Source: an optimization exercise on an open RTL-to-GDS flow (aim: small area, a short achievable clock period and few clock cycles). Production flows keep margins and buffers that such runs may drop.
In this exercise RTL edits were held to simulation tests only and were not proved equivalent to the original.
No activity file was given, so power comes from the tool's default toggle rates.

==> flow/design.v (outline; a module is shown in full before it is edited, if it fits) <==
// module clap_rec: 148 lines
// module clap_sq: 1260 lines
// module clap_stats: 149 lines
module clap_stats (
    input  wire        clk,
    input  wire        rst_n,
    input  wire [24:0] n_cfg,
    input  wire        in_valid,
    output reg         in_ready,
    input  wire        in_ok,
    input  wire [31:0] in_value,
    output wire        rec_valid,
    input  wire        rec_ready,
    output reg  [24:0] rec_n,
    output reg  [31:0] rec_missed,
    output wire [31:0] rec_mean,
    output reg  [31:0] rec_min,
    output reg  [31:0] rec_max,
    output wire [31:0] rec_sd
);
  // ...
==> flow/run.sh <==
#!/bin/bash
# synth_recipe.tcl (not shown) runs the flow's synth.tcl, then flattens the netlist and writes it again
# the make line also repeats each setting of config.mk as NAME=value (left out here)
make -C /OpenROAD-flow-scripts/flow DESIGN_CONFIG=/design/flow/config.mk WORK_HOME=/design/flow/orfs CLKGATE_MAP_FILE= SYNTH_SCRIPT=/design/flow/synth_recipe.tcl finish
==> flow/config.mk <==
export PLATFORM = sky130hd
export DESIGN_NAME = clap_stats
export DESIGN_NICKNAME = clap_stats
export VERILOG_FILES = /design/flow/design.v
export SDC_FILE = /design/flow/constraint.sdc
export NUM_CORES = 4
export LEC_CHECK = 0
export CAP_MARGIN = 20
export CORE_MARGIN = 2
export CORE_UTILIZATION = 40
export SLEW_MARGIN = 20
==> flow/constraint.sdc <==
create_clock -name core_clock -period 20.0 [get_ports {clk}]
set_input_delay 4.0000 -clock core_clock [delete_from_list [all_inputs] [get_ports {clk}]]
set_output_delay 4.0000 -clock core_clock [all_outputs]
set_load 0.01 [all_outputs]
==> impl_metrics.py, run 1 <==
metrics = {
    "status": {
        "status": "timing/DRC/antenna clean",
    },
    "pwr": {
        "pwr-share-comb_pct": 41.5,
        "power.switching_mw": 3.87,
        "powerClk_mw": 2.59,
        "power_leakage_nw": 45.2,
        "p_seq_mw": 2.95,
    },
    "detailed_routing": {
        "ant_nets": 0,
        "met3_length_um": 34200,
    },
    "yosys": {
        "synth_fa_ha_area_share_pct": 21.4,
        "synth_mux_area_share_pct": 0.992,
        "synth_compound_area_share_pct": 16.8,
        "synth_most_common_cell": "inv_1",
    },
    "setup_path": {
        "cp.depth": 20,
        "crit_path_end_kind": "register",
    },
    "clocking": {
        "path_clk_slew_ps": 60,
        "clk-insertion-delay-late_ps": 850,
        "cts_setup_buffers": 0,
    },
    "global_routing": {
        "grtUsageTotal_pct": 30.5,
        "grt_overflow": 0,
        "grt_max_degree": 145,
    },
    "hold_path": {
        "min-delay-start": "a_max[31]$_DFFE_PP_",
    },
    "placement": {
        "placed_cells": 14259,
        "gp_congestion": 1.03,
    },
    "finish": {
        "largest_reg_flops": 92,
        "nClkBuffers": 165,
        "finalNonFillerCells": 14519,
    },
    "floorplan": {
        "top_level_ports": 249,
        "die_h_um": 504,
    },
}
Testbench counts, summed over its fixed seeds: cycles 80,323.
==> module clap_rec, before the edit <==
module clap_rec (
    input  wire        clk,
    input  wire        rst_n,
    input  wire        start,       
    input  wire        xfer,        
    input  wire        take_blk,    
    input  wire [24:0] n_blk,
    input  wire [24:0] rec_n,
    input  wire [55:0] s_in,
    input  wire [63:0] ts_in,
    input  wire [63:0] tc_in,
    input  wire [23:0] th_in,
    input  wire [2:0]  ch_in,
    output wire        idle,
    output wire        wait2,
    output reg         rec_valid,
    input  wire        rec_ready,
    output wire [31:0] mean,
    output wire [31:0] sd
);
    localparam [3:0] S_IDLE = 4'd0, S_W1 = 4'd1, S_W2 = 4'd2, S_RES = 4'd3,
                     S_VMUL = 4'd4, S_SQI = 4'd5, S_SQRT = 4'd6, S_FIN = 4'd7,
                     S_OUT = 4'd8;
    reg  [3:0]   st;
    reg  [5:0]   ctr;
    reg  signed [91:0] x1;       
    reg  [87:0]  x2;             
    reg  [23:0]  th;
    reg  [2:0]   ch;
    reg  [55:0]  sm;             
    reg  [65:0]  sq;             
    reg  [24:0]  nq;             
    reg          nprev, sprev;
    reg  [48:0]  dd;             
    reg  [24:0]  mrem;
    reg  [31:0]  mq;
    reg  [32:0]  tq;
    reg          bb;
    reg  [31:0]  sd_r;
    assign idle  = (st == S_IDLE);
    assign wait2 = (st == S_W2);
    assign mean  = mq;
    assign sd    = sd_r;
    function automatic signed [91:0] booth(input b1, input b0, input bm, input [87:0] v);
        begin
            case ({b1, b0, bm})
                3'b001, 3'b010: booth = $signed({4'd0, v});
                3'b011:         booth = $signed({3'd0, v, 1'b0});
                3'b100:         booth = -$signed({3'd0, v, 1'b0});
                3'b101, 3'b110: booth = -$signed({4'd0, v});
                default:        booth = 92'sd0;
            endcase
        end
    endfunction
    wire signed [91:0] opn  = booth(nq[1], nq[0], nprev, x2);
    wire signed [91:0] ops  = booth(sq[1], sq[0], sprev, {32'd0, sm});
    wire signed [91:0] vsum = x1 + opn - ops;
    wire [87:0]  t_res = {24'd0, x1[63:0]} + {24'd0, x2[63:0]} + {th + {21'd0, ch}, 64'd0};
    wire [87:0]  r4   = {x2[85:0], sq[65:64]};
    wire signed [89:0] diff = $signed({2'b00, r4}) - $signed({x1[86:0], 3'b000})
                            - $signed({39'd0, (bb ? dd : 49'd0), 2'b00}) - $signed({41'd0, dd});
    wire         ge   = ~diff[89];
    wire [24:0]  nm1   = rec_n - 25'd1;
    wire [25:0]  mtrial = {mrem, mq[31]} - {1'b0, rec_n};
    wire         mge   = ~mtrial[25];
    wire [25:0]  mround = {mrem, 1'b0} - {1'b0, rec_n};
    always @(posedge clk) begin
        if (!rst_n) begin
            st        <= S_IDLE;
            rec_valid <= 1'b0;
        end else begin
            case (st)
                S_IDLE: if (take_blk) st <= S_RES;
                        else if (start) st <= S_W1;
                S_W1:   st <= S_W2;
                S_W2:   st <= S_RES;
                S_RES:  begin st <= S_VMUL; ctr <= 6'd0; end
                S_VMUL: begin
                            ctr <= ctr + 6'd1;
                            if (ctr == 6'd32) st <= S_SQI;
                        end
                S_SQI:  begin st <= S_SQRT; ctr <= 6'd0; end
                S_SQRT: begin
                            ctr <= ctr + 6'd1;
                            if (ctr == 6'd32) st <= S_FIN;
                        end
                S_FIN:  begin st <= S_OUT; rec_valid <= 1'b1; end
                S_OUT:  if (rec_ready) begin st <= S_IDLE; rec_valid <= 1'b0; end
                default: st <= S_IDLE;
            endcase
        end
    end
    always @(posedge clk) begin
        if (xfer) begin
            x1   <= {28'd0, ts_in};
            x2   <= {24'd0, tc_in};
            th   <= th_in;
            ch   <= ch_in;
            sm   <= s_in;
            sq   <= {10'd0, s_in};
            dd   <= 49'd0;
            mrem <= {1'b0, s_in[55:32]};
            mq   <= s_in[31:0];
        end
        case (st)
            S_RES: begin
                x2    <= t_res;
                x1    <= 92'sd0;
                nq    <= rec_n;
                nprev <= 1'b0;
                sprev <= 1'b0;
            end
            S_VMUL: begin
                x1    <= vsum >>> 2;
                sq    <= {vsum[1:0], sq[65:2]};
                sprev <= sq[1];
                nq    <= {2'b00, nq[24:2]};
                nprev <= nq[1];
                if (ctr < 6'd25)
                    dd <= {dd[47:0], 1'b0} + (rec_n[24 - ctr[4:0]] ? {24'd0, nm1} : 49'd0);
                if (ctr < 6'd32) begin
                    mrem <= mge ? mtrial[24:0] : {mrem[23:0], mq[31]};
                    mq   <= {mq[30:0], mge};
                end else begin
                    mq   <= mq + {31'd0, ~mround[25]};
                end
            end
            S_SQI: begin
                x2 <= {x1[85:0], sq[65:64]};
                sq <= {sq[63:0], 2'b00};
                x1 <= 92'sd0;
                bb <= 1'b0;
                tq <= 33'd0;
            end
            S_SQRT: begin
                x2 <= ge ? diff[87:0] : r4;
                x1 <= {x1[90:0], 1'b0} + $signed({43'd0, (bb ? dd : 49'd0)});
                bb <= ge;
                tq <= {tq[31:0], ge};
                sq <= {sq[63:0], 2'b00};
            end
            S_FIN: begin
                sd_r <= (rec_n == 25'd1) ? 32'd0 : tq[32:1] + {31'd0, tq[0]};
            end
            default: ;
        endcase
    end
endmodule
==> module clap_stats, before the edit <==
module clap_stats (
    input  wire        clk,
    input  wire        rst_n,
    input  wire [24:0] n_cfg,
    input  wire        in_valid,
    output reg         in_ready,
    input  wire        in_ok,
    input  wire [31:0] in_value,
    output wire        rec_valid,
    input  wire        rec_ready,
    output reg  [24:0] rec_n,
    output reg  [31:0] rec_missed,
    output wire [31:0] rec_mean,
    output reg  [31:0] rec_min,
    output reg  [31:0] rec_max,
    output wire [31:0] rec_sd
);
    reg         started;
    reg  [24:0] n_lat;
    reg  [24:0] cnt;
    reg  [31:0] missed;
    reg         blocked;     
    reg  [31:0] x_r;
    reg         xv_r;        
    reg         last_r;      
    wire        fire  = in_valid & in_ready;
    wire [24:0] n_use = started ? n_lat : n_cfg;
    wire        last  = fire & in_ok & (cnt + 25'd1 == n_use);
    wire        cu_idle;
    wire        cu_wait2;
    wire        take_blk = cu_idle & blocked & ~last_r;
    wire        xfer     = cu_wait2 | take_blk;    
    always @(posedge clk) begin
        if (!rst_n) begin
            started  <= 1'b0;
            cnt      <= 25'd0;
            missed   <= 32'd0;
            blocked  <= 1'b0;
            in_ready <= 1'b1;
            xv_r     <= 1'b0;
            last_r   <= 1'b0;
        end else begin
            xv_r   <= fire & in_ok;
            last_r <= last;
            if (fire) begin
                if (!started) begin
                    started <= 1'b1;
                    n_lat   <= n_cfg;
                end
                if (in_ok)
                    cnt <= cnt + 25'd1;
                else if (missed != 32'hffff_ffff)
                    missed <= missed + 32'd1;
                if (last) begin
                    started <= 1'b0;
                    cnt     <= 25'd0;
                    if (cu_idle) begin
                        rec_n      <= n_use;
                        rec_missed <= missed;
                        missed     <= 32'd0;
                    end else begin
                        blocked  <= 1'b1;
                        in_ready <= 1'b0;
                    end
                end
            end
            if (take_blk) begin
                rec_n      <= n_lat;
                rec_missed <= missed;
                missed     <= 32'd0;
                blocked    <= 1'b0;
                in_ready   <= 1'b1;
            end
        end
    end
    always @(posedge clk)
        if (fire) x_r <= in_value;
    reg         a_empty;
    reg  [31:0] a_sl;        
    reg         a_sc;        
    reg  [23:0] a_sh;        
    reg  [63:0] a_ts, a_tc;  
    reg  [2:0]  a_ch;        
    reg  [23:0] a_th;        
    reg  [31:0] a_min, a_max;
    wire        a_init = a_empty | xfer;
    wire [65:0] sq_s, sq_c;
    clap_sq u_sq (
        .x  (x_r),
        .ps (a_init ? 64'd0 : a_ts),
        .pc (a_init ? 64'd0 : a_tc),
        .s  (sq_s),
        .c  (sq_c)
    );
    wire [32:0] sl_next = {1'b0, (a_init ? 32'd0 : a_sl)} + {1'b0, x_r};
    always @(posedge clk) begin
        if (!rst_n) begin
            a_empty <= 1'b1;
        end else begin
            if (xv_r)
                a_empty <= 1'b0;
            else if (xfer)
                a_empty <= 1'b1;
        end
    end
    always @(posedge clk) begin
        if (xv_r) begin
            a_ts <= sq_s[63:0];
            a_tc <= sq_c[63:0];
            a_ch <= {1'b0, sq_s[65:64]} + {1'b0, sq_c[65:64]};
            a_th <= a_init ? 24'd0 : a_th + {21'd0, a_ch};
            a_sl <= sl_next[31:0];
            a_sc <= sl_next[32];
            a_sh <= a_init ? 24'd0 : a_sh + {23'd0, a_sc};
            if (a_init || x_r < a_min) a_min <= x_r;
            if (a_init || x_r > a_max) a_max <= x_r;
        end else begin
            a_ch <= 3'd0;
            a_th <= a_th + {21'd0, a_ch};
            a_sc <= 1'b0;
            a_sh <= a_sh + {23'd0, a_sc};
        end
    end
    always @(posedge clk)
        if (xfer) begin
            rec_min <= a_min;
            rec_max <= a_max;
        end
    clap_rec u_rec (
        .clk       (clk),
        .rst_n     (rst_n),
        .start     (last & cu_idle),
        .xfer      (xfer),
        .take_blk  (take_blk),
        .n_blk     (n_lat),
        .rec_n     (rec_n),
        .s_in      ({a_sh + {23'd0, a_sc}, a_sl}),
        .ts_in     (a_ts),
        .tc_in     (a_tc),
        .th_in     (a_th),
        .ch_in     (a_ch),
        .idle      (cu_idle),
        .wait2     (cu_wait2),
        .rec_valid (rec_valid),
        .rec_ready (rec_ready),
        .mean      (rec_mean),
        .sd        (rec_sd)
    );
endmodule
==> run 2: changes to the inputs <==
--- a/flow/design.v
+++ b/flow/design.v
@@ -6,3 +6,2 @@
     input  wire        take_blk,    
-    input  wire [24:0] n_blk,
     input  wire [24:0] rec_n,
@@ -12,3 +11,2 @@
     input  wire [23:0] th_in,
-    input  wire [2:0]  ch_in,
     output wire        idle,
@@ -25,7 +23,4 @@
     reg  [5:0]   ctr;
-    reg  signed [91:0] x1;       
+    reg  [91:0]  x1;             
     reg  [87:0]  x2;             
-    reg  [23:0]  th;
-    reg  [2:0]   ch;
-    reg  [55:0]  sm;             
     reg  [65:0]  sq;             
@@ -34,7 +29,8 @@
     reg  [48:0]  dd;             
-    reg  [24:0]  mrem;
-    reg  [31:0]  mq;
-    reg  [32:0]  tq;
-    reg          bb;
-    reg  [31:0]  sd_r;
+    reg  [24:0]  mrem;           
+    reg  [31:0]  mq;             
+    reg  [32:0]  tq;             
+    reg          bb;             
+    wire         in_res  = (st == S_RES);
+    wire         in_sqrt = (st == S_SQRT);
     assign idle  = (st == S_IDLE);
@@ -42,25 +38,28 @@
     assign mean  = mq;
-    assign sd    = sd_r;
-    function automatic signed [91:0] booth(input b1, input b0, input bm, input [87:0] v);
-        begin
-            case ({b1, b0, bm})
-                3'b001, 3'b010: booth = $signed({4'd0, v});
-                3'b011:         booth = $signed({3'd0, v, 1'b0});
-                3'b100:         booth = -$signed({3'd0, v, 1'b0});
-                3'b101, 3'b110: booth = -$signed({4'd0, v});
-                default:        booth = 92'sd0;
-            endcase
-        end
-    endfunction
-    wire signed [91:0] opn  = booth(nq[1], nq[0], nprev, x2);
-    wire signed [91:0] ops  = booth(sq[1], sq[0], sprev, {32'd0, sm});
-    wire signed [91:0] vsum = x1 + opn - ops;
-    wire [87:0]  t_res = {24'd0, x1[63:0]} + {24'd0, x2[63:0]} + {th + {21'd0, ch}, 64'd0};
-    wire [87:0]  r4   = {x2[85:0], sq[65:64]};
-    wire signed [89:0] diff = $signed({2'b00, r4}) - $signed({x1[86:0], 3'b000})
-                            - $signed({39'd0, (bb ? dd : 49'd0), 2'b00}) - $signed({41'd0, dd});
-    wire         ge   = ~diff[89];
-    wire [24:0]  nm1   = rec_n - 25'd1;
+    assign sd    = tq[31:0];
+    wire [55:0]  s_val = {mrem[23:0], mq};
+    wire [2:0]   bn = in_res ? 3'b010 : {nq[1], nq[0], nprev};
+    wire [2:0]   bs = in_res ? 3'b000 : {sq[1], sq[0], sprev};
+    wire         n_one = (bn[1] ^ bn[0]);
+    wire         n_two = (bn == 3'b011) | (bn == 3'b100);
+    wire         n_neg = bn[2] & ~(bn[1] & bn[0]);
+    wire         s_one = (bs[1] ^ bs[0]);
+    wire         s_two = (bs == 3'b011) | (bs == 3'b100);
+    wire         s_pos = ~bs[2] & (bs[1] | bs[0]);    
+    wire [92:0]  n_mag = n_one ? {5'd0, x2} : n_two ? {4'd0, x2, 1'b0} : 93'd0;
+    wire [92:0]  s_mag = s_one ? {37'd0, s_val} : s_two ? {36'd0, s_val, 1'b0} : 93'd0;
+    wire [87:0]  r4    = {x2[85:0], sq[65:64]};
+    wire [48:0]  bd    = bb ? dd : 49'd0;
+    wire [92:0]  op_a = in_sqrt ? {5'd0, r4} : {x1[91], x1};
+    wire [92:0]  op_b = in_sqrt ? ~{x1[89:0], 3'b000} : (n_neg ? ~n_mag : n_mag);
+    wire [92:0]  op_c = in_sqrt ? ~{42'd0, bd, 2'b00} : (s_pos ? ~s_mag : s_mag);
+    wire [92:0]  op_e = in_sqrt ? ~{44'd0, dd} : 93'd0;
+    wire [1:0]   op_k = in_sqrt ? 2'd3 : {1'b0, n_neg} + {1'b0, s_pos};
+    wire [92:0]  wsum = op_a + op_b + op_c + op_e + {91'd0, op_k};
+    wire         ge   = ~wsum[92];
+    wire [49:0]  p_lo = {1'b0, x1[47:0], 1'b0} + {1'b0, bd};
+    wire [32:0]  p_hi = x1[80:48] + {32'd0, p_lo[49]};
+    wire [24:0]  nm1    = rec_n - 25'd1;
     wire [25:0]  mtrial = {mrem, mq[31]} - {1'b0, rec_n};
-    wire         mge   = ~mtrial[25];
+    wire         mge    = ~mtrial[25];
     wire [25:0]  mround = {mrem, 1'b0} - {1'b0, rec_n};
@@ -79,3 +78,3 @@
                             ctr <= ctr + 6'd1;
-                            if (ctr == 6'd32) st <= S_SQI;
+                            if (ctr == 6'd28) st <= S_SQI;
                         end
@@ -94,7 +93,4 @@
         if (xfer) begin
-            x1   <= {28'd0, ts_in};
+            x1   <= {4'd0, th_in, ts_in};
             x2   <= {24'd0, tc_in};
-            th   <= th_in;
-            ch   <= ch_in;
-            sm   <= s_in;
             sq   <= {10'd0, s_in};
@@ -106,4 +102,4 @@
             S_RES: begin
-                x2    <= t_res;
-                x1    <= 92'sd0;
+                x2    <= wsum[87:0];
+                x1    <= 92'd0;
                 nq    <= rec_n;
@@ -113,4 +109,4 @@
             S_VMUL: begin
-                x1    <= vsum >>> 2;
-                sq    <= {vsum[1:0], sq[65:2]};
+                x1    <= {wsum[92], wsum[92:2]};
+                sq    <= {wsum[1:0], sq[65:2]};
                 sprev <= sq[1];
@@ -120,13 +116,7 @@
                     dd <= {dd[47:0], 1'b0} + (rec_n[24 - ctr[4:0]] ? {24'd0, nm1} : 49'd0);
-                if (ctr < 6'd32) begin
-                    mrem <= mge ? mtrial[24:0] : {mrem[23:0], mq[31]};
-                    mq   <= {mq[30:0], mge};
-                end else begin
-                    mq   <= mq + {31'd0, ~mround[25]};
-                end
             end
             S_SQI: begin
-                x2 <= {x1[85:0], sq[65:64]};
-                sq <= {sq[63:0], 2'b00};
-                x1 <= 92'sd0;
+                x2 <= {2'b00, x1[91:6]};
+                sq <= {x1[5:0], sq[65:8], 2'b00};
+                x1 <= 92'd0;
                 bb <= 1'b0;
@@ -135,4 +125,4 @@
             S_SQRT: begin
-                x2 <= ge ? diff[87:0] : r4;
-                x1 <= {x1[90:0], 1'b0} + $signed({43'd0, (bb ? dd : 49'd0)});
+                x2 <= ge ? wsum[87:0] : r4;
+                x1 <= {10'd0, p_hi, p_lo[48:0]};
                 bb <= ge;
@@ -140,5 +130,11 @@
                 sq <= {sq[63:0], 2'b00};
+                if (ctr < 6'd32) begin
+                    mrem <= mge ? mtrial[24:0] : {mrem[23:0], mq[31]};
+                    mq   <= {mq[30:0], mge};
+                end else begin
+                    mq   <= mq + {31'd0, ~mround[25]};
+                end
             end
             S_FIN: begin
-                sd_r <= (rec_n == 25'd1) ? 32'd0 : tq[32:1] + {31'd0, tq[0]};
+                tq <= (rec_n == 25'd1) ? 33'd0 : {1'b0, tq[32:1] + {31'd0, tq[0]}};
             end
@@ -1426,4 +1422,5 @@
     reg         started;
-    reg  [24:0] n_lat;
-    reg  [24:0] cnt;
+    reg  [24:0] n_lat;       
+    reg  [24:0] cnt;         
+    reg         one_left;    
     reg  [31:0] missed;
@@ -1432,6 +1429,7 @@
     reg         xv_r;        
+    reg         nok_r;       
     reg         last_r;      
-    wire        fire  = in_valid & in_ready;
-    wire [24:0] n_use = started ? n_lat : n_cfg;
-    wire        last  = fire & in_ok & (cnt + 25'd1 == n_use);
+    reg         took_r;      
+    wire        fire = in_valid & in_ready;
+    wire        last = fire & in_ok & (started ? one_left : (n_cfg == 25'd1));
     wire        cu_idle;
@@ -1443,3 +1441,2 @@
             started  <= 1'b0;
-            cnt      <= 25'd0;
             missed   <= 32'd0;
@@ -1448,39 +1445,43 @@
             xv_r     <= 1'b0;
+            nok_r    <= 1'b0;
             last_r   <= 1'b0;
+            took_r   <= 1'b0;
         end else begin
             xv_r   <= fire & in_ok;
+            nok_r  <= fire & ~in_ok;
             last_r <= last;
+            took_r <= last & cu_idle;
             if (fire) begin
-                if (!started) begin
-                    started <= 1'b1;
-                    n_lat   <= n_cfg;
-                end
-                if (in_ok)
-                    cnt <= cnt + 25'd1;
-                else if (missed != 32'hffff_ffff)
-                    missed <= missed + 32'd1;
-                if (last) begin
-                    started <= 1'b0;
-                    cnt     <= 25'd0;
-                    if (cu_idle) begin
-                        rec_n      <= n_use;
-                        rec_missed <= missed;
-                        missed     <= 32'd0;
-                    end else begin
-                        blocked  <= 1'b1;
-                        in_ready <= 1'b0;
-                    end
+                started <= ~last;
+                if (started) begin
+                    cnt      <= cnt + {24'd0, in_ok};
+                    if (in_ok) one_left <= (cnt + 25'd2 == n_lat);
+                end else begin
+                    cnt      <= {24'd0, in_ok};
+                    one_left <= in_ok ? (n_cfg == 25'd2) : (n_cfg == 25'd1);
                 end
             end
+            if (last & ~cu_idle) begin
+                blocked  <= 1'b1;
+                in_ready <= 1'b0;
+            end
             if (take_blk) begin
-                rec_n      <= n_lat;
-                rec_missed <= missed;
-                missed     <= 32'd0;
-                blocked    <= 1'b0;
-                in_ready   <= 1'b1;
+                blocked  <= 1'b0;
+                in_ready <= 1'b1;
             end
+            if (took_r | take_blk)
+                missed <= 32'd0;
+            else if (nok_r && missed != 32'hffff_ffff)
+                missed <= missed + 32'd1;
+        end
+    end
+    always @(posedge clk) begin
+        x_r <= in_value;
+        if (!started && !blocked)
+            n_lat <= n_cfg;
+        if (took_r | take_blk) begin
+            rec_n      <= n_lat;
+            rec_missed <= missed;
         end
     end
-    always @(posedge clk)
-        if (fire) x_r <= in_value;
     reg         a_empty;
@@ -1542,3 +1543,2 @@
         .take_blk  (take_blk),
-        .n_blk     (n_lat),
         .rec_n     (rec_n),
@@ -1547,4 +1547,3 @@
         .tc_in     (a_tc),
-        .th_in     (a_th),
-        .ch_in     (a_ch),
+        .th_in     (a_th + {21'd0, a_ch}),
         .idle      (cu_idle),
==> impl_metrics.py, run 2 <==
metrics = {
    "global_routing": {
        "antenna_found_initial": 10,
        "grtUsageTotal_pct": 25.8,
        "grt_pass1_wl_um": 415000,
        "grt_pass1_vias": 65678,
        "grt_overflow": 0,
        "grt_max_degree": 138,
    },
    "setup_path": {
        "cpMaxStageDelayCell": "dfxtp_4",
        "path_delay_family": "compound AO/OA/AOI/OAI gates",
        "critPathBufInv": 7,
        "critPathArrivalTime_ps": 11050,
        "path_common_cell": "buf_4",
        "crit_type": "reg -> reg",
        "critPathRequiredTime_ps": 20450,
        "crit_path_end_kind": "register",
        "start_kind": "register",
        "slowest_delay_ps": 880,
        "path_max_fanout": 89,
    },
    "detailed_routing": {
        "ant_nets": 0,
        "drtPass1Iterations": 9,
        "avgRoutedWirePerCell_um": 23.9,
        "drtIter0Drc": 6834,
        "dr_total_vias": 66273,
        "route.detailed.drc": 0,
        "viasPerCell": 5.75,
        "wirelength_um": 275000,
    },
    "finish": {
        "n_fill_cell": 19741,
        "fin_nets": 9838,
        "top_regs": "u_rec.x1: 91 flops, u_rec.x2: 88 flops, u_rec.sq: 66 flops",
        "drive_gt1_share_pct": 4.43,
        "top_register": "u_rec.x1",
        "finalNonFillerCells": 11524,
        "largest_reg_flops": 91,
        "areaGrowthSynthToFinish_pct": 10.4,
        "final_cell_mix": "inv_1 (929), nand2_1 (854), edfxtp_1 (740)",
        "mostFrequentLayoutCell": "inv_1",
        "final_cell_area_um2": 90700,
    },
    "yosys": {
        "synth_cell_types": 92,
        "async_flop_share_pct": 0,
        "ys_warn_count": 2,
        "synth-main-ff-cell": "edfxtp_1",
        "synth_seq_cells": 941,
        "yosysTopAreaCell": "edfxtp_1",
        "synth_most_common_cell": "inv_1",
        "syn_inst": 8808,
        "synth_edf_count": 740,
        "netlist_top_cells_area": "edfxtp_1 (27%), fa_1 (16%), ha_1 (5.9%)",
        "netlist_area_um2": 82200,
        "syn_area_per_cell_um2": 9.33,
        "synth_top_area_share_pct": 27.0,
        "yosysSeqAreaShare_pct": 31.9,
        "ys_top_cells_by_count": "inv_1 (930), nand2_1 (857), edfxtp_1 (740)",
        "syn_nets": 9915,
    },
    "floorplan": {
        "die_h_um": 457,
        "coreArea_um2": 204000,
        "fp-row-count": 166,
        "start_util_pct": 40.2,
        "die_area_um2": 209000,
        "die_x_um": 457,
        "top_level_ports": 249,
    },
    "hold_path": {
        "hp-class": "reg -> reg",
    },
    "placement": {
        "placed_area_um2": 86800,
        "gp_congestion": 0.958,
        "portBuffers": 248,
        "hpwl_um": 203000,
        "placed_cells": 11301,
    },
    "clocking": {
        "clockBufferDepth": 3,
        "ctsResizeCount": 0,
        "numCtsBuffers": 114,
        "clockRootBuffer": "clkbuf_16",
        "cts_setup_buffers": 0,
        "hold_buffers": 0,
        "cts_tree": "done",
        "clock_sinks": 941,
        "h-tree-depth": 3,
        "clk-insertion-delay-late_ps": 800,
        "path_clk_slew_ps": 60,
    },
    "pwr": {
        "power_leakage_nw": 36.6,
        "ir_drop_mv": 0.0746,
        "p_per_area_nw_per_um2": 71.4,
    },
    "sta": {
        "finalMaxSlewViolations": 0,
        "fmax_mhz": 94.3,
        "rsz0062_at_grt": "false",
        "fin_skew_ps": 56.7,
        "tightest_slew_ps": 1250,
        "slew-limit-headroom_pct": 16.4,
        "fin_crit_sh_pct": 53.0,
        "setup_viol": 0,
        "hold_viol_final": 0,
        "tns_ps": 0,
        "fin_crit_ps": 10600,
    },
    "status": {
        "status": "timing/DRC/antenna clean",
    },
    "run": {
        "max_cap_viol_count": 0,
    },
}
## run 2: changes by cell type in the layout (fill, tap and decap cells not counted), moves of 120 or more
cell / delta
inv_1: -345
a21o_1: -144
a21oi_1: -243
nor2_1: -167
nand2_1: -128
edfxtp_1: -120
o21ai_0: -128
ha_1: -194
## run 2: cell type report
cell class,instances,area (µm²),share of cell area [%]
Antenna cell,3,7.51,0.00828
Clock buffer,159,3280,3.61
Clock inverter,59,548,0.604
Inverter,934,3510,3.87
Multi-Input combinational cell,6391,50500,55.6
Sequential cell,941,26300,29.0
Tap cell,2688,3360,3.71
Timing Repair Buffer,349,3280,3.62
## run 2: metal layers
layer | part of all wire [%] | vias to the layer above | GRT usage, %
li1 | - | 29921 | -
met1 | 43 | 32980 | 35.7
met2 | 45 | 2869 | 40.3
met3 | 8.1 | 493 | 4.62
met4 | 3.8 | 10 | 9.56
met5 | 0.019 | - | 0
## run 2: logic make-up (layout without fill, tap and decap cells)
logic type,after synthesis,count (layout),synth area share [%]
and+or+nand+nor,2710,2710,16.1
AOI/OAI and AO/OA,1883,1883,14.7
buffers and inverters,1476,1501,6.98
adders and majority gates,1045,1045,21.9
DFF,941,941,31.9
xor gates and xnor gates,587,587,6.27
muxes,166,166,2.15
other,0,3,0
## run 2: final timing paths
check	end	start	cells past startpoint	slack [ps]
hold / removal	rec_min[29]$_DFFE_PN_	a_min[29]$_DFFE_PP_	0	420
setup reg to reg	u_rec.x1[75]$_DFFE_PP_	u_rec.st[0]$_SDFFE_PN0P_	26	9400
hold reg to reg	rec_min[29]$_DFFE_PN_	a_min[29]$_DFFE_PP_	0	420
setup / recovery	u_rec.x1[75]$_DFFE_PP_	u_rec.st[0]$_SDFFE_PN0P_	26	9400
## run 2: where the power goes
group / internal [mW] / leakage (nW) / switching, mW / total (mW)
logic: 0.746 / 26.3 / 1.13 / 1.88
registers: 2.31 / 8.42 / 0.155 / 2.46
clock network: 1.20 / 1.86 / 0.932 / 2.14
total: 4.26 / 36.6 / 2.22 / 6.48
## run 2: per-stage QoR
step	power, mW	setup slack (ps)	utilization (%)	hold WS (ps)
global route	6.84	8790	44.4	444
CTS	6.50	9260	44.4	425
finish	6.48	9400	44.4	417
floorplan	3.73	12150	-	426
global placement	4.31	9040	42.5	433
detailed placement	4.36	9380	42.5	434
Testbench counts of run 2, summed over its fixed seeds: cycles 79,824.
==> run 3: changes to the inputs <==
--- a/flow/design.v
+++ b/flow/design.v
@@ -4,4 +4,6 @@
     input  wire        start,       
-    input  wire        xfer,        
-    input  wire        take_blk,    
+    input  wire        blocked,     
+    output reg         xfer,        
+    output wire        xfer_next,   
+    output wire        take_blk,    
     input  wire [24:0] rec_n,
@@ -12,3 +14,2 @@
     output wire        idle,
-    output wire        wait2,
     output reg         rec_valid,
@@ -20,5 +21,6 @@
                      S_VMUL = 4'd4, S_SQI = 4'd5, S_SQRT = 4'd6, S_FIN = 4'd7,
-                     S_OUT = 4'd8;
+                     S_OUT = 4'd8, S_BW = 4'd9;
     reg  [3:0]   st;
     reg  [5:0]   ctr;
+    reg          ph_sqrt;        
     reg  [91:0]  x1;             
@@ -27,3 +29,2 @@
     reg  [24:0]  nq;             
-    reg          nprev, sprev;
     reg  [48:0]  dd;             
@@ -31,19 +32,11 @@
     reg  [31:0]  mq;             
-    reg  [32:0]  tq;             
     reg          bb;             
-    wire         in_res  = (st == S_RES);
-    wire         in_sqrt = (st == S_SQRT);
-    assign idle  = (st == S_IDLE);
-    assign wait2 = (st == S_W2);
+    reg          n_one, n_two, n_neg;    
+    reg          s_one, s_two, s_pos;    
+    assign idle      = (st == S_IDLE);
+    assign take_blk  = (st == S_BW);
+    assign xfer_next = (st == S_W1) | ((st == S_IDLE) & blocked);
     assign mean  = mq;
-    assign sd    = tq[31:0];
+    assign sd    = sq[31:0];
     wire [55:0]  s_val = {mrem[23:0], mq};
-    wire [2:0]   bn = in_res ? 3'b010 : {nq[1], nq[0], nprev};
-    wire [2:0]   bs = in_res ? 3'b000 : {sq[1], sq[0], sprev};
-    wire         n_one = (bn[1] ^ bn[0]);
-    wire         n_two = (bn == 3'b011) | (bn == 3'b100);
-    wire         n_neg = bn[2] & ~(bn[1] & bn[0]);
-    wire         s_one = (bs[1] ^ bs[0]);
-    wire         s_two = (bs == 3'b011) | (bs == 3'b100);
-    wire         s_pos = ~bs[2] & (bs[1] | bs[0]);    
     wire [92:0]  n_mag = n_one ? {5'd0, x2} : n_two ? {4'd0, x2, 1'b0} : 93'd0;
@@ -52,11 +45,10 @@
     wire [48:0]  bd    = bb ? dd : 49'd0;
-    wire [92:0]  op_a = in_sqrt ? {5'd0, r4} : {x1[91], x1};
-    wire [92:0]  op_b = in_sqrt ? ~{x1[89:0], 3'b000} : (n_neg ? ~n_mag : n_mag);
-    wire [92:0]  op_c = in_sqrt ? ~{42'd0, bd, 2'b00} : (s_pos ? ~s_mag : s_mag);
-    wire [92:0]  op_e = in_sqrt ? ~{44'd0, dd} : 93'd0;
-    wire [1:0]   op_k = in_sqrt ? 2'd3 : {1'b0, n_neg} + {1'b0, s_pos};
-    wire [92:0]  wsum = op_a + op_b + op_c + op_e + {91'd0, op_k};
+    wire [92:0]  op_a = ph_sqrt ? {5'd0, r4}              : {x1[91], x1};
+    wire [92:0]  op_b = ph_sqrt ? ~{7'd0, x1[85:0]}       : (n_neg ? ~n_mag : n_mag);
+    wire [92:0]  op_c = ph_sqrt ? ~{42'd0, bd, 2'b00}     : (s_pos ? ~s_mag : s_mag);
+    wire [1:0]   op_k = ph_sqrt ? 2'd2 : {1'b0, n_neg} + {1'b0, s_pos};
+    wire [92:0]  wsum = op_a + op_b + op_c + {91'd0, op_k};
     wire         ge   = ~wsum[92];
-    wire [49:0]  p_lo = {1'b0, x1[47:0], 1'b0} + {1'b0, bd};
-    wire [32:0]  p_hi = x1[80:48] + {32'd0, p_lo[49]};
+    wire [54:0]  y_lo = {2'b00, x1[51:0], 1'b0} + {3'd0, bd, 3'b000} - {6'd0, dd};
+    wire [33:0]  y_hi = x1[85:52] + {{32{y_lo[54]}}, y_lo[54:53]};
     wire [24:0]  nm1    = rec_n - 25'd1;
@@ -65,2 +57,9 @@
     wire [25:0]  mround = {mrem, 1'b0} - {1'b0, rec_n};
+    wire [32:0]  troot;
+    genvar gi;
+    generate
+        for (gi = 0; gi < 33; gi = gi + 1) begin : g_root
+            assign troot[gi] = sq[2 * gi + 1];
+        end
+    endgenerate
     always @(posedge clk) begin
@@ -68,7 +67,11 @@
             st        <= S_IDLE;
+            ph_sqrt   <= 1'b0;
+            xfer      <= 1'b0;
             rec_valid <= 1'b0;
         end else begin
+            xfer <= xfer_next;
             case (st)
-                S_IDLE: if (take_blk) st <= S_RES;
+                S_IDLE: if (blocked) st <= S_BW;
                         else if (start) st <= S_W1;
+                S_BW:   st <= S_RES;
                 S_W1:   st <= S_W2;
@@ -80,6 +83,6 @@
                         end
-                S_SQI:  begin st <= S_SQRT; ctr <= 6'd0; end
+                S_SQI:  begin st <= S_SQRT; ctr <= 6'd0; ph_sqrt <= 1'b1; end
                 S_SQRT: begin
                             ctr <= ctr + 6'd1;
-                            if (ctr == 6'd32) st <= S_FIN;
+                            if (ctr == 6'd32) begin st <= S_FIN; ph_sqrt <= 1'b0; end
                         end
@@ -87,3 +90,3 @@
                 S_OUT:  if (rec_ready) begin st <= S_IDLE; rec_valid <= 1'b0; end
-                default: st <= S_IDLE;
+                default: begin st <= S_IDLE; ph_sqrt <= 1'b0; end
             endcase
@@ -91,2 +94,16 @@
     end
+    task automatic set_n(input b1, input b0, input bm);
+        begin
+            n_one <= b0 ^ bm;
+            n_two <= (b1 & ~b0 & ~bm) | (~b1 & b0 & bm);
+            n_neg <= b1 & ~(b0 & bm);
+        end
+    endtask
+    task automatic set_s(input b1, input b0, input bm);
+        begin
+            s_one <= b0 ^ bm;
+            s_two <= (b1 & ~b0 & ~bm) | (~b1 & b0 & bm);
+            s_pos <= ~b1 & (b0 | bm);
+        end
+    endtask
     always @(posedge clk) begin
@@ -99,2 +116,4 @@
             mq   <= s_in[31:0];
+            n_one <= 1'b1; n_two <= 1'b0; n_neg <= 1'b0;
+            s_one <= 1'b0; s_two <= 1'b0; s_pos <= 1'b0;
         end
@@ -102,14 +121,14 @@
             S_RES: begin
-                x2    <= wsum[87:0];
-                x1    <= 92'd0;
-                nq    <= rec_n;
-                nprev <= 1'b0;
-                sprev <= 1'b0;
+                x2 <= wsum[87:0];
+                x1 <= 92'd0;
+                nq <= rec_n;
+                set_n(rec_n[1], rec_n[0], 1'b0);
+                set_s(sq[1], sq[0], 1'b0);
             end
             S_VMUL: begin
-                x1    <= {wsum[92], wsum[92:2]};
-                sq    <= {wsum[1:0], sq[65:2]};
-                sprev <= sq[1];
-                nq    <= {2'b00, nq[24:2]};
-                nprev <= nq[1];
+                x1 <= {wsum[92], wsum[92:2]};
+                sq <= {wsum[1:0], sq[65:2]};
+                nq <= {2'b00, nq[24:2]};
+                set_n(nq[3], nq[2], nq[1]);
+                set_s(sq[3], sq[2], sq[1]);
                 if (ctr < 6'd25)
@@ -120,5 +139,4 @@
                 sq <= {x1[5:0], sq[65:8], 2'b00};
-                x1 <= 92'd0;
+                x1 <= {43'd0, dd};
                 bb <= 1'b0;
-                tq <= 33'd0;
             end
@@ -126,6 +144,5 @@
                 x2 <= ge ? wsum[87:0] : r4;
-                x1 <= {10'd0, p_hi, p_lo[48:0]};
+                x1 <= {6'd0, y_hi[32:0], y_lo[52:0]};
                 bb <= ge;
-                tq <= {tq[31:0], ge};
-                sq <= {sq[63:0], 2'b00};
+                sq <= {sq[63:0], ge, 1'b0};
                 if (ctr < 6'd32) begin
@@ -138,3 +155,3 @@
             S_FIN: begin
-                tq <= (rec_n == 25'd1) ? 33'd0 : {1'b0, tq[32:1] + {31'd0, tq[0]}};
+                sq[31:0] <= (rec_n == 25'd1) ? 32'd0 : troot[32:1] + {31'd0, troot[0]};
             end
@@ -1435,5 +1452,5 @@
     wire        cu_idle;
-    wire        cu_wait2;
-    wire        take_blk = cu_idle & blocked & ~last_r;
-    wire        xfer     = cu_wait2 | take_blk;    
+    wire        xfer;                   
+    wire        xfer_next;              
+    wire        take_blk;               
     always @(posedge clk) begin
@@ -1456,4 +1473,6 @@
                 if (started) begin
-                    cnt      <= cnt + {24'd0, in_ok};
-                    if (in_ok) one_left <= (cnt + 25'd2 == n_lat);
+                    if (in_ok) begin
+                        cnt      <= cnt + 25'd1;
+                        one_left <= (cnt + 25'd2 == n_lat);
+                    end
                 end else begin
@@ -1487,2 +1506,3 @@
     reg         a_empty;
+    reg         a_init;      
     reg  [31:0] a_sl;        
@@ -1494,3 +1514,2 @@
     reg  [31:0] a_min, a_max;
-    wire        a_init = a_empty | xfer;
     wire [65:0] sq_s, sq_c;
@@ -1507,2 +1526,3 @@
             a_empty <= 1'b1;
+            a_init  <= 1'b1;
         end else begin
@@ -1512,2 +1532,3 @@
                 a_empty <= 1'b1;
+            a_init <= (~xv_r & (a_empty | xfer)) | xfer_next;
         end
@@ -1541,3 +1562,5 @@
         .start     (last & cu_idle),
+        .blocked   (blocked & ~last_r),
         .xfer      (xfer),
+        .xfer_next (xfer_next),
         .take_blk  (take_blk),
@@ -1549,3 +1572,2 @@
         .idle      (cu_idle),
-        .wait2     (cu_wait2),
         .rec_valid (rec_valid),
==> flow/flow/run.sh (new file) <==
#!/bin/bash
# Standard layout, with the timing repair steps aiming for setup slack well
# above zero so that they shorten the critical paths (the clock period and
# all constraints stay as given).
set -euo pipefail
bash standard.sh SETUP_SLACK_MARGIN=13 finish > make_finish.log 2>&1
==> flow/standard.sh (new file) <==
#!/bin/bash
# synth_recipe.tcl (not shown) runs the flow's synth.tcl, then flattens the netlist and writes it again
# the make line also repeats each setting of config.mk as NAME=value (left out here)
make -C /OpenROAD-flow-scripts/flow DESIGN_CONFIG=/design/flow/config.mk WORK_HOME=/design/flow/orfs CLKGATE_MAP_FILE= SYNTH_SCRIPT=/design/flow/synth_recipe.tcl "${@:-finish}"
removed: flow/run.sh
==> impl_metrics.py, run 3 <==
metrics = {
    "detailed_routing": {
        "dr_total_vias": 67646,
        "avgRoutedWirePerCell_um": 25.9,
        "wirelength_um": 298000,
        "ant_nets": 0,
        "route.detailed.drc": 0,
        "viasPerCell": 5.89,
        "drtPass1Iterations": 10,
        "drtIter0Drc": 7512,
    },
    "setup_path": {
        "cpMaxStageDelayCell": "fa_1",
        "path_common_cell": "buf_4",
        "path_delay_family": "compound AO/OA/AOI/OAI gates",
        "critPathBufInv": 6,
        "slowest_delay_ps": 510,
        "crit_type": "reg -> reg",
        "crit_path_end_kind": "register",
        "start_kind": "register",
        "critPathRequiredTime_ps": 20510,
        "path_max_fanout": 12,
        "critPathArrivalTime_ps": 7570,
    },
    "clocking": {
        "clk-insertion-delay-late_ps": 810,
        "numCtsBuffers": 110,
        "clock_sinks": 914,
        "clockBufferDepth": 3,
        "path_clk_slew_ps": 70,
        "cts_tree": "done",
        "clockRootBuffer": "clkbuf_16",
        "hold_buffers": 0,
        "h-tree-depth": 3,
    },
    "finish": {
        "top_register": "u_rec.x1",
        "final_cell_mix": "inv_1 (897), edfxtp_1 (710), fa_1 (654)",
        "fin_nets": 9870,
        "n_fill_cell": 19610,
        "top_regs": "u_rec.x1: 91 flops, u_rec.x2: 88 flops, u_rec.sq: 66 flops",
        "areaGrowthSynthToFinish_pct": 11.7,
        "largest_reg_flops": 91,
        "drive_gt1_share_pct": 7.01,
        "mostFrequentLayoutCell": "inv_1",
    },
    "sta": {
        "tns_ps": 0,
        "setup_viol": 0,
        "whs_ps": 444,
        "hold_viol_final": 0,
        "fmax_mhz": 142,
        "tightest_slew_ps": 1170,
        "slew-limit-headroom_pct": 21.1,
        "rsz0062_at_grt": "true",
        "finalMaxSlewViolations": 0,
        "fin_crit_sh_pct": 35.3,
        "fin_skew_ps": 67.3,
        "fin_ws_ps": 12940,
        "fin_crit_ps": 7060,
    },
    "floorplan": {
        "start_util_pct": 40.1,
        "top_level_ports": 249,
        "die_x_um": 459,
        "fp-row-count": 167,
        "coreArea_um2": 207000,
        "die_h_um": 459,
        "die_area_um2": 211000,
    },
    "yosys": {
        "yosysSeqAreaShare_pct": 30.6,
        "synth_seq_cells": 914,
        "synth-main-ff-cell": "edfxtp_1",
        "ys_top_cells_by_count": "inv_1 (898), edfxtp_1 (710), fa_1 (655)",
        "synth_cell_types": 108,
        "async_flop_share_pct": 0,
        "yosysTopAreaCell": "edfxtp_1",
        "synth_top_area_share_pct": 25.7,
        "netlist_area_um2": 83000,
        "synth_most_common_cell": "inv_1",
        "syn_inst": 8702,
        "netlist_top_cells_area": "edfxtp_1 (26%), fa_1 (16%), ha_1 (7.1%)",
        "syn_nets": 9892,
        "synth_edf_count": 710,
        "ys_warn_count": 2,
        "syn_area_per_cell_um2": 9.53,
    },
    "global_routing": {
        "grt_pass1_vias": 66688,
        "grt_pass1_wl_um": 440000,
        "grt_max_degree": 96,
        "grt_overflow": 0,
        "antenna_found_initial": 14,
        "grtUsageTotal_pct": 27.7,
    },
    "pwr": {
        "ir_drop_mv": 0.167,
        "power_leakage_nw": 37.4,
        "p_per_area_nw_per_um2": 179,
    },
    "placement": {
        "hpwl_um": 218000,
        "place_worst_setup_slack_ps": 11310,
        "gp_congestion": 0.973,
        "portBuffers": 248,
    },
    "hold_path": {
        "hp-class": "reg -> reg",
    },
    "status": {
        "status": "timing/DRC/antenna clean",
    },
    "run": {
        "max_cap_viol_count": 0,
    },
}
==> run 3: kinds of logic (layout without fill, tap and decap cells) <==
kind of cell / Yosys count / in the layout / share of synthesized area (%)
flip-flops: 914 / 914 / 30.6
multiplexers: 260 / 260 / 3.38
buffers and inverters: 1424 / 1499 / 6.67
adder cells (fa/ha/maj): 1128 / 1128 / 22.9
other: 0 / 3 / 0
AND/OR/NAND/NOR: 2545 / 2546 / 15.6
XOR/XNOR: 577 / 577 / 6.11
AO/OA/AOI/OAI: 1854 / 1854 / 14.7
==> run 3: worst paths after layout <==
kind,end,cells after the start,slack (ps),startpoint
setup / recovery,u_rec.x1[85]$_DFFE_PP_,29,12940,u_rec.bb$_DFFE_PN_
hold / removal,rec_max[15]$_DFFE_PP_,0,440,a_max[15]$_DFFE_PP_
setup reg to reg,u_rec.x1[85]$_DFFE_PP_,29,12940,u_rec.bb$_DFFE_PN_
hold reg to reg,rec_max[15]$_DFFE_PP_,0,440,a_max[15]$_DFFE_PP_
==> run 3: power breakdown <==
part | internal [mW] | switching [mW]
registers | 2.52 | 0.470
logic | 4.03 | 7.41
clock network | 1.23 | 0.957
==> run 3: worst register-to-register path, delay by kind of cell, from the launching register on <==
family,cells,cell delay [ps]
DFF,1,420
buffers and inverters,6,1130
and+or+nand+nor,3,840
adders and majority gates,3,990
xor gates and xnor gates,1,220
AOI/OAI and AO/OA,16,3160
==> run 3: metrics by stage <==
step	cells	total power [mW]	util (%)	instance area, µm²
finish	11485	16.6	44.8	92700
global route	11482	17.6	44.8	92700
CTS	11465	16.1	44.6	92100
detailed placement	11230	13.7	42.4	87600
global placement	11230	13.7	42.4	87600
floorplan	8702	10.3	-	83000
==> run 3: timing repair <==
item                                    CTS  global route
gates cloned                              4             2
buffers inserted                         21            14
pin swaps                                24            18
resized for setup                        73            78
endpoints found under the setup margin  141           124
==> run 3: cell type report <==
cell class                      instances  area [µm²]  share of cell area, %
Clock buffer                          131        3010                   3.25
Tap cell                             2704        3380                   3.65
Timing Repair Buffer                  390        3880                   4.19
Clock inverter                         79         863                  0.932
Sequential cell                       914       25400                   27.5
Inverter                              899        3370                   3.64
Multi-Input combinational cell       6365       52700                   56.9
Antenna cell                            3        7.51                0.00810
==> run 3: per-layer routing <==
metal	global-route usage (%)	wire length (µm)	vias to the layer above
met1	40.1	131000	33987
met4	9.25	10600	2
met2	40.5	125000	3178
met5	0	13	-
li1	-	-	30041
met3	6.58	31900	438
Testbench counts of run 3, summed over its fixed seeds: cycles 79,940.
==> run 4: changes to the inputs <==
--- a/flow/design.v
+++ b/flow/design.v
@@ -13,2 +13,3 @@
     input  wire [23:0] th_in,
+    input  wire [2:0]  ch_in,
     output wire        idle,
@@ -25,2 +26,4 @@
     reg          ph_sqrt;        
+    reg          ph_res;         
+    reg  [2:0]   ch;             
     reg  [91:0]  x1;             
@@ -47,3 +50,3 @@
     wire [92:0]  op_b = ph_sqrt ? ~{7'd0, x1[85:0]}       : (n_neg ? ~n_mag : n_mag);
-    wire [92:0]  op_c = ph_sqrt ? ~{42'd0, bd, 2'b00}     : (s_pos ? ~s_mag : s_mag);
+    wire [92:0]  op_c = ph_sqrt ? ~{42'd0, bd, 2'b00}     : (s_pos ? ~s_mag : s_mag) | {26'd0, (ph_res ? ch : 3'd0), 64'd0};
     wire [1:0]   op_k = ph_sqrt ? 2'd2 : {1'b0, n_neg} + {1'b0, s_pos};
@@ -52,7 +55,8 @@
     wire [54:0]  y_lo = {2'b00, x1[51:0], 1'b0} + {3'd0, bd, 3'b000} - {6'd0, dd};
-    wire [33:0]  y_hi = x1[85:52] + {{32{y_lo[54]}}, y_lo[54:53]};
+    wire [33:0]  x1h  = x1[85:52];
+    wire [33:0]  y_hi = ~y_lo[53] ? x1h : y_lo[54] ? x1h - 34'd1 : x1h + 34'd1;
     wire [24:0]  nm1    = rec_n - 25'd1;
-    wire [25:0]  mtrial = {mrem, mq[31]} - {1'b0, rec_n};
+    wire         mround = (ctr == 6'd32);      
+    wire [25:0]  mtrial = {mrem, mq[31] & ~mround} - {1'b0, rec_n};
     wire         mge    = ~mtrial[25];
-    wire [25:0]  mround = {mrem, 1'b0} - {1'b0, rec_n};
     wire [32:0]  troot;
@@ -64,2 +68,8 @@
     endgenerate
+    wire [31:0]  inc_in  = ph_sqrt ? mq  : troot[32:1];
+    wire         inc_b   = ph_sqrt ? mge : troot[0];
+    wire [31:0]  inc_out = inc_in + {31'd0, inc_b};
+    wire [24:0]  d_add  = rec_n[24 - ctr[4:0]] ? nm1 : 25'd0;
+    wire [25:0]  d_lo   = {1'b0, dd[23:0], 1'b0} + {1'b0, d_add};
+    wire [23:0]  d_hi   = dd[47:24] + {23'd0, d_lo[25]};
     always @(posedge clk) begin
@@ -68,2 +78,3 @@
             ph_sqrt   <= 1'b0;
+            ph_res    <= 1'b0;
             xfer      <= 1'b0;
@@ -71,3 +82,4 @@
         end else begin
-            xfer <= xfer_next;
+            xfer   <= xfer_next;
+            ph_res <= xfer;
             case (st)
@@ -111,2 +123,3 @@
             x1   <= {4'd0, th_in, ts_in};
+            ch   <= ch_in;
             x2   <= {24'd0, tc_in};
@@ -134,3 +147,3 @@
                 if (ctr < 6'd25)
-                    dd <= {dd[47:0], 1'b0} + (rec_n[24 - ctr[4:0]] ? {24'd0, nm1} : 49'd0);
+                    dd <= {d_hi, d_lo[24:0]};
             end
@@ -147,3 +160,3 @@
                 sq <= {sq[63:0], ge, 1'b0};
-                if (ctr < 6'd32) begin
+                if (!mround) begin
                     mrem <= mge ? mtrial[24:0] : {mrem[23:0], mq[31]};
@@ -151,3 +164,3 @@
                 end else begin
-                    mq   <= mq + {31'd0, ~mround[25]};
+                    mq   <= inc_out;
                 end
@@ -155,3 +168,3 @@
             S_FIN: begin
-                sq[31:0] <= (rec_n == 25'd1) ? 32'd0 : troot[32:1] + {31'd0, troot[0]};
+                sq[31:0] <= (rec_n == 25'd1) ? 32'd0 : inc_out;
             end
@@ -1570,3 +1583,4 @@
         .tc_in     (a_tc),
-        .th_in     (a_th + {21'd0, a_ch}),
+        .th_in     (a_th),
+        .ch_in     (a_ch),
         .idle      (cu_idle),
==> impl_metrics.py, run 4 <==
metrics = {
    "status": {
        "status": "timing/DRC/antenna clean",
    },
    "detailed_routing": {
        "wirelength_um": 296000,
        "dr_total_vias": 68589,
        "viasPerCell": 5.84,
        "avgRoutedWirePerCell_um": 25.2,
        "ant_nets": 0,
        "route.detailed.drc": 0,
        "drtIter0Drc": 7210,
        "drtPass1Iterations": 7,
    },
    "floorplan": {
        "start_util_pct": 40.3,
        "fp-row-count": 167,
        "coreArea_um2": 207000,
        "die_h_um": 461,
        "die_x_um": 461,
        "die_area_um2": 213000,
        "top_level_ports": 249,
    },
    "yosys": {
        "synth_top_area_share_pct": 25.5,
        "syn_nets": 9947,
        "async_flop_share_pct": 0,
        "synth-main-ff-cell": "edfxtp_1",
        "synth_mux_area_share_pct": 4.49,
        "synth_seq_cells": 916,
        "synth-simple-area-share_pct": 15.4,
        "synth_top_family_by_area": "adder cells",
        "synth_most_common_cell": "inv_1",
        "yosysSeqAreaShare_pct": 30.4,
        "synth_fa_ha_area_share_pct": 22.2,
        "ys_top_cells_by_count": "inv_1 (847), edfxtp_1 (711), nand2_1 (631)",
        "synth_edf_count": 711,
        "yosysTopAreaCell": "edfxtp_1",
        "synth_xor_area_share_pct": 6.62,
        "synth_cell_types": 97,
        "syn_inst": 8764,
        "syn_area_per_cell_um2": 9.55,
        "ys_warn_count": 2,
        "netlist_area_um2": 83700,
        "netlist_top_cells_area": "edfxtp_1 (26%), fa_1 (15%), ha_1 (7.6%)",
        "synth_compound_area_share_pct": 14.6,
    },
    "finish": {
        "final_cell_area_um2": 95300,
        "mostFrequentLayoutCell": "inv_1",
        "final_cell_mix": "inv_1 (844), edfxtp_1 (711), nand2_1 (620)",
        "drive_gt1_share_pct": 9.57,
        "top_regs": "u_rec.x1: 91 flops, u_rec.x2: 88 flops, u_rec.sq: 66 flops",
        "top_register": "u_rec.x1",
        "fin_nets": 10051,
        "largest_reg_flops": 91,
        "areaGrowthSynthToFinish_pct": 13.8,
    },
    "setup_path": {
        "crit_type": "reg -> reg",
        "r2r_cells": 48,
        "slowest_delay_ps": 430,
        "path_max_fanout": 6,
        "worstReg2RegEnd": "u_rec.x1[84]$_DFFE_PP_",
        "crit_path_end_kind": "register",
        "reg2reg_from": "u_rec.bb$_DFFE_PN_",
        "start_kind": "register",
        "critPathRequiredTime_ps": 20540,
        "reg2reg_slack_ps": 11140,
        "critPathArrivalTime_ps": 9390,
        "worstSetupStartpoint": "u_rec.bb$_DFFE_PN_",
        "crit_end": "u_rec.x1[84]$_DFFE_PP_",
        "cpMaxStageDelayCell": "edfxtp_1",
    },
    "sta": {
        "fmax_mhz": 113,
        "setup_viol": 0,
        "tightest_slew_ps": 1130,
        "hold_viol_final": 0,
        "fin_crit_sh_pct": 44.3,
        "fin_skew_ps": 61.9,
        "fin_crit_ps": 8860,
        "finalMaxSlewViolations": 0,
        "slew-limit-headroom_pct": 23.9,
        "rsz0062_at_grt": "true",
        "tns_ps": 0,
    },
    "clocking": {
        "h-tree-depth": 3,
        "clockBufferDepth": 3,
        "path_clk_slew_ps": 60,
        "clk-insertion-delay-late_ps": 810,
        "cts_tree": "done",
        "clock_sinks": 916,
        "clockRootBuffer": "clkbuf_16",
        "numCtsBuffers": 111,
    },
    "pwr": {
        "p_per_area_nw_per_um2": 155,
        "power_leakage_nw": 38.0,
        "ir_drop_mv": 0.146,
        "power_mw": 14.7,
    },
    "placement": {
        "placed_area_um2": 88700,
        "hpwl_um": 213000,
        "portBuffers": 248,
        "gp_congestion": 0.973,
    },
    "hold_path": {
        "hp-class": "reg -> reg",
    },
    "run": {
        "max_cap_viol_count": 0,
    },
    "global_routing": {
        "antenna_found_initial": 7,
        "grt_max_degree": 93,
        "grt_overflow": 0,
        "grt_pass1_vias": 67798,
        "grtUsageTotal_pct": 27.2,
        "grt_pass1_wl_um": 438000,
    },
}
[run 4: cell count changes in the layout (fill, tap and decap cells not counted), moves of 33 or more]
| cell | before | now |
|---|---|---|
| a21oi_1 | 437 | 390 |
| and2_1 | 438 | 472 |
| buf_4 | 118 | 190 |
| fa_1 | 654 | 608 |
| ha_1 | 457 | 493 |
| inv_1 | 897 | 844 |
| mux2_2 | 82 | 139 |
| o21ai_0 | 370 | 337 |
[run 4: final cells by class]
cell class | count | area [µm²]
Fill cell | 19567 | 112000
Clock inverter | 63 | 662
Sequential cell | 916 | 25500
Clock buffer | 147 | 3070
Timing Repair Buffer | 492 | 4880
Tap cell | 2788 | 3490
Inverter | 848 | 3190
Multi-Input combinational cell | 6499 | 54500
Antenna cell | 1 | 2.50
[run 4: timing repair]
item,CTS,global route
hold buffers,0,0
setup buffers,74,53
gates cloned,10,6
setup endpoints to repair,215,142
pin swaps,65,90
gates resized for setup,167,142
hold endpoints to repair,0,0
[run 4: worst max-delay path: cells and delay by family (launching register included)]
| kind | cells | cell delay [ps] |
|---|---|---|
| xor gates and xnor gates | 2 | 310 |
| buffers and inverters | 9 | 1090 |
| DFF | 1 | 430 |
| adders and majority gates | 4 | 1040 |
| AOI/OAI and AO/OA | 27 | 5080 |
| and+or+nand+nor | 5 | 490 |
| muxes | 1 | 120 |
[run 4: where the power goes]
group          total, mW  internal, mW  switching, mW
combinational       9.72          3.52           6.20
sequential          2.90          2.50          0.409
clock               2.12          1.18          0.936
total               14.7          7.20           7.55
[run 4: stage by stage]
step	setup WS, ps	hold slack, ps	cells	util (%)
2_1_floorplan	10650	408	8764	-
3_3_place_gp	9990	429	11400	42.8
3_5_place_dp	9880	425	11400	42.8
4_1_cts	11030	428	11694	45.3
5_1_grt	10680	451	11753	45.9
6_report	11140	423	11754	45.9
[run 4: worst min-delay path by stage]
stage / endpoint / start / slack (ps) / cells past startpoint
after CTS: rec_min[10]$_DFFE_PP_ / a_min[10]$_DFFE_PP_ / 430 / 0
after floorplan: rec_missed[17]$_DFFE_PP_ / missed[17]$_SDFFE_PP0P_ / 410 / 0
after global routing: rec_missed[17]$_DFFE_PP_ / missed[17]$_SDFFE_PP0P_ / 450 / 0
after global placement: u_rec.ch[0]$_DFFE_PP_ / a_ch[0]$_SDFF_PN0_ / 430 / 0
final: rec_min[10]$_DFFE_PP_ / a_min[10]$_DFFE_PP_ / 420 / 0
after detailed placement: rec_missed[17]$_DFFE_PP_ / missed[17]$_SDFFE_PP0P_ / 420 / 0
[run 4: cells by family after synthesis]
kind of cell / after synthesis
AOI/OAI and AO/OA: 1852
xor gates and xnor gates: 633
adders and majority gates: 1121
buffers and inverters: 1354
DFF: 916
muxes: 349
and+or+nand+nor: 2539
[run 4: metal layers]
layer | GRT usage (%) | vias up | routed length, µm
li1 | - | 30586 | -
met2 | 42.6 | 3100 | 133000
met4 | 10.4 | 6 | 12000
met5 | 0 | - | 38
met1 | 37.7 | 34464 | 127000
met3 | 4.12 | 433 | 24000
Testbench counts of run 4, summed over its fixed seeds: cycles 79,940.
==> run 5: changes to the inputs <==
--- a/flow/design.v
+++ b/flow/design.v
@@ -35,3 +35,4 @@
     reg  [31:0]  mq;             
-    reg          bb;             
+    reg          sgn;            
+    reg          pend;           
     reg          n_one, n_two, n_neg;    
@@ -46,13 +47,16 @@
     wire [92:0]  s_mag = s_one ? {37'd0, s_val} : s_two ? {36'd0, s_val, 1'b0} : 93'd0;
-    wire [87:0]  r4    = {x2[85:0], sq[65:64]};
-    wire [48:0]  bd    = bb ? dd : 49'd0;
-    wire [92:0]  op_a = ph_sqrt ? {5'd0, r4}              : {x1[91], x1};
-    wire [92:0]  op_b = ph_sqrt ? ~{7'd0, x1[85:0]}       : (n_neg ? ~n_mag : n_mag);
-    wire [92:0]  op_c = ph_sqrt ? ~{42'd0, bd, 2'b00}     : (s_pos ? ~s_mag : s_mag) | {26'd0, (ph_res ? ch : 3'd0), 64'd0};
-    wire [1:0]   op_k = ph_sqrt ? 2'd2 : {1'b0, n_neg} + {1'b0, s_pos};
-    wire [92:0]  wsum = op_a + op_b + op_c + {91'd0, op_k};
+    wire [92:0]  r4    = {{3{x2[87]}}, x2, sq[65:64]};      
+    wire [48:0]  bd    = pend ? dd : 49'd0;
+    wire [92:0]  p8    = {4'd0, x1[85:0], 3'b000};
+    wire [92:0]  q_c   = sgn ? ~{42'd0, bd, 2'b00} : {43'd0, dd, 1'b0};
+    wire [92:0]  q_e   = sgn ? ~{44'd0, dd} : {44'd0, dd};
+    wire [92:0]  op_a = ph_sqrt ? r4                      : {x1[91], x1};
+    wire [92:0]  op_b = ph_sqrt ? (sgn ? ~p8 : p8)        : (n_neg ? ~n_mag : n_mag);
+    wire [92:0]  op_c = ph_sqrt ? q_c                     : (s_pos ? ~s_mag : s_mag) | {26'd0, (ph_res ? ch : 3'd0), 64'd0};
+    wire [92:0]  op_e = ph_sqrt ? q_e                     : 93'd0;
+    wire [1:0]   op_k = ph_sqrt ? {sgn, sgn} : {1'b0, n_neg} + {1'b0, s_pos};
+    wire [92:0]  wsum = op_a + op_b + op_c + op_e + {91'd0, op_k};
     wire         ge   = ~wsum[92];
-    wire [54:0]  y_lo = {2'b00, x1[51:0], 1'b0} + {3'd0, bd, 3'b000} - {6'd0, dd};
-    wire [33:0]  x1h  = x1[85:52];
-    wire [33:0]  y_hi = ~y_lo[53] ? x1h : y_lo[54] ? x1h - 34'd1 : x1h + 34'd1;
+    wire [49:0]  p_lo = {1'b0, x1[47:0], 1'b0} + {1'b0, bd};
+    wire [32:0]  p_hi = x1[80:48] + {32'd0, p_lo[49]};
     wire [24:0]  nm1    = rec_n - 25'd1;
@@ -152,9 +156,11 @@
                 sq <= {x1[5:0], sq[65:8], 2'b00};
-                x1 <= {43'd0, dd};
-                bb <= 1'b0;
+                x1 <= 92'd0;
+                sgn  <= 1'b1;
+                pend <= 1'b0;
             end
             S_SQRT: begin
-                x2 <= ge ? wsum[87:0] : r4;
-                x1 <= {6'd0, y_hi[32:0], y_lo[52:0]};
-                bb <= ge;
+                x2 <= wsum[87:0];
+                x1 <= {10'd0, p_hi, p_lo[48:0]};
+                sgn  <= ge;
+                pend <= ge;
                 sq <= {sq[63:0], ge, 1'b0};
--- a/flow/flow/run.sh
+++ b/flow/flow/run.sh
@@ -5,2 +5,2 @@
 set -euo pipefail
-bash standard.sh SETUP_SLACK_MARGIN=13 finish > make_finish.log 2>&1
+bash standard.sh SETUP_SLACK_MARGIN=14 finish > make_finish.log 2>&1
==> impl_metrics.py, run 5 <==
metrics = {
    "status": {
        "status": "timing/DRC/antenna clean",
    },
    "detailed_routing": {
        "wirelength_um": 292000,
        "dr_total_vias": 66804,
        "avgRoutedWirePerCell_um": 25.5,
        "viasPerCell": 5.83,
        "drtPass1Iterations": 5,
        "ant_nets": 0,
    },
    "clocking": {
        "path_clk_slew_ps": 60,
        "cts_tree": "done",
        "clockRootBuffer": "clkbuf_16",
        "hold_buffers": 0,
        "clock_sinks": 917,
        "clockBufferDepth": 3,
        "numCtsBuffers": 110,
        "clk-insertion-delay-late_ps": 800,
    },
    "global_routing": {
        "grt_overflow": 0,
        "grtUsageTotal_pct": 27.0,
        "grt_pass1_vias": 66935,
        "antenna_found_initial": 15,
    },
    "pwr": {
        "netSwitchingFraction_pct": 49.7,
        "power_mw": 14.4,
        "seqPwrFrac_pct": 19.8,
        "p_int_mw": 7.25,
        "p_per_area_nw_per_um2": 154,
        "pwr-share-comb_pct": 64.8,
    },
    "setup_path": {
        "r2r_cells": 34,
        "cpMaxStageDelayCell": "mux4_2",
        "path_max_fanout": 4,
        "path_common_cell": "buf_4",
        "reg2reg_from": "u_rec.ctr[0]$_SDFFCE_PP0P_",
        "slowest_delay_ps": 550,
    },
    "yosys": {
        "synth_top_area_share_pct": 26.1,
        "synth_cell_types": 106,
        "ys_top_cells_by_count": "inv_1 (788), edfxtp_1 (712), nand2_1 (709)",
        "yosysSeqAreaShare_pct": 31.1,
        "synth_most_common_cell": "inv_1",
        "synth_seq_cells": 917,
        "netlist_area_um2": 81900,
        "yosysTopAreaCell": "edfxtp_1",
        "netlist_top_cells_area": "edfxtp_1 (26%), fa_1 (17%), ha_1 (5.3%)",
        "synth_edf_count": 712,
        "ys_warn_count": 2,
    },
    "sta": {
        "slew-limit-headroom_pct": 28.3,
        "fin_crit_sh_pct": 29.9,
        "setup_viol": 0,
        "finalMaxSlewViolations": 0,
        "hold_viol_final": 0,
        "fin_crit_ps": 5990,
        "rsz0062_at_grt": "true",
        "fmax_mhz": 167,
        "fin_skew_ps": 92.6,
        "tightest_slew_ps": 1070,
    },
    "finish": {
        "finalNonFillerCells": 11455,
        "final_cell_mix": "inv_1 (784), edfxtp_1 (712), nand2_1 (698)",
        "top_regs": "u_rec.x1: 91 flops, u_rec.x2: 88 flops, u_rec.sq: 66 flops",
        "mostFrequentLayoutCell": "inv_1",
        "top_register": "u_rec.x1",
        "areaGrowthSynthToFinish_pct": 14.1,
        "n_fill_cell": 19269,
        "drive_gt1_share_pct": 8.97,
    },
    "placement": {
        "placed_cells": 11084,
        "portBuffers": 248,
        "hpwl_um": 207000,
        "gp_congestion": 0.946,
    },
    "hold_path": {
        "hp-class": "reg -> reg",
        "whs_endpoint": "rec_min[26]$_DFFE_PP_",
        "whs_path_depth": 0,
    },
    "floorplan": {
        "die_area_um2": 208000,
        "start_util_pct": 40.1,
        "coreArea_um2": 204000,
        "fp-row-count": 166,
    },
}
[run 5: changes by cell type after synthesis, moves of 73 or more]
cell,change
o21ai_0,+140
fa_1,+81
a21o_1,-73
nand2_1,+78
ha_1,-161
mux2i_1,-110
xnor2_1,+128
[run 5: worst max path at each step]
stage | startpoint | to | slack (ps) | cells after the start
floorplan | u_rec.ph_sqrt$_SDFFE_PN0P_ | u_rec.x1[75]$_DFFE_PP_ | 13880 | 23
global placement | u_rec.ph_sqrt$_SDFFE_PN0P_ | u_rec.x1[51]$_DFFE_PP_ | 12030 | 17
detailed placement | u_rec.ph_sqrt$_SDFFE_PN0P_ | u_rec.x1[51]$_DFFE_PP_ | 11980 | 17
CTS | u_rec.ctr[0]$_SDFFCE_PP0P_ | u_rec.dd[23]$_DFF_P_ | 13920 | 34
global route | u_rec.ctr[0]$_SDFFCE_PP0P_ | u_rec.dd[43]$_DFF_P_ | 13780 | 31
finish | u_rec.ctr[0]$_SDFFCE_PP0P_ | u_rec.dd[31]$_DFF_P_ | 14010 | 34
[run 5: per-layer routing]
layer	global-route usage [%]	up-vias	wire, µm
met5	0	-	62
met3	4.03	539	21900
met1	36.4	33765	123000
met4	10.4	10	11900
met2	43.7	2885	135000
li1	-	29605	-
[run 5: power by group through the flow]
stage | Combinational, mW | Sequential, mW | Clock (mW)
6_report | 9.34 | 2.85 | 2.22
5_1_grt | 10.1 | 2.87 | 2.32
4_1_cts | 8.92 | 2.85 | 2.25
3_5_place_dp | 8.50 | 2.90 | 0
3_3_place_gp | 8.49 | 2.90 | 0
2_1_floorplan | 5.99 | 2.72 | 0
[run 5: logic make-up after synthesis]
group	share of synthesized area (%)
muxes	2.25
DFF	31.1
adders and majority gates	22.2
buffers and inverters	6.52
xor gates and xnor gates	7.68
AOI/OAI and AO/OA	14.4
and+or+nand+nor	15.9
[run 5: area by class of cell]
cell class | instances | area, µm² | share of cell area (%)
well taps | 2688 | 3360 | 3.60
multi-input cells | 6340 | 52500 | 56.2
clock inverters | 61 | 912 | 0.975
flip-flops and latches | 917 | 25500 | 27.3
clock buffers | 148 | 3030 | 3.24
diodes | 7 | 17.5 | 0.0187
repair buffers | 503 | 5150 | 5.50
inverters | 791 | 2990 | 3.20
[run 5: repair_timing]
item / 4_1_cts / 5_1_grt
hold endpoints to repair: 0 / 0
buffers inserted: 98 / 39
endpoints found under the setup margin: 277 / 174
resized for setup: 195 / 199
pin swaps: 36 / 47
gates cloned: 7 / 11
[run 5: worst max-delay path, delay by kind of cell (launching register included)]
kind                     cells  cell delay [ps]
AO/OA/AOI/OAI                8             1330
buffers and inverters        9             1070
XOR/XNOR                     1              120
flip-flops                   1              460
adder cells (fa/ha/maj)      4              790
multiplexers                 2             1060
AND/OR/NAND/NOR             10             1040
[run 5: per-stage QoR]
step	hold slack, ps	setup WS (ps)	util (%)
6_report	445	14010	45.8
5_1_grt	457	13780	45.8
4_1_cts	445	13920	45.1
3_5_place_dp	434	11980	42.4
3_3_place_gp	429	12030	42.3
2_1_floorplan	415	13880	-
Testbench counts of run 5, summed over its fixed seeds: cycles 79,940.
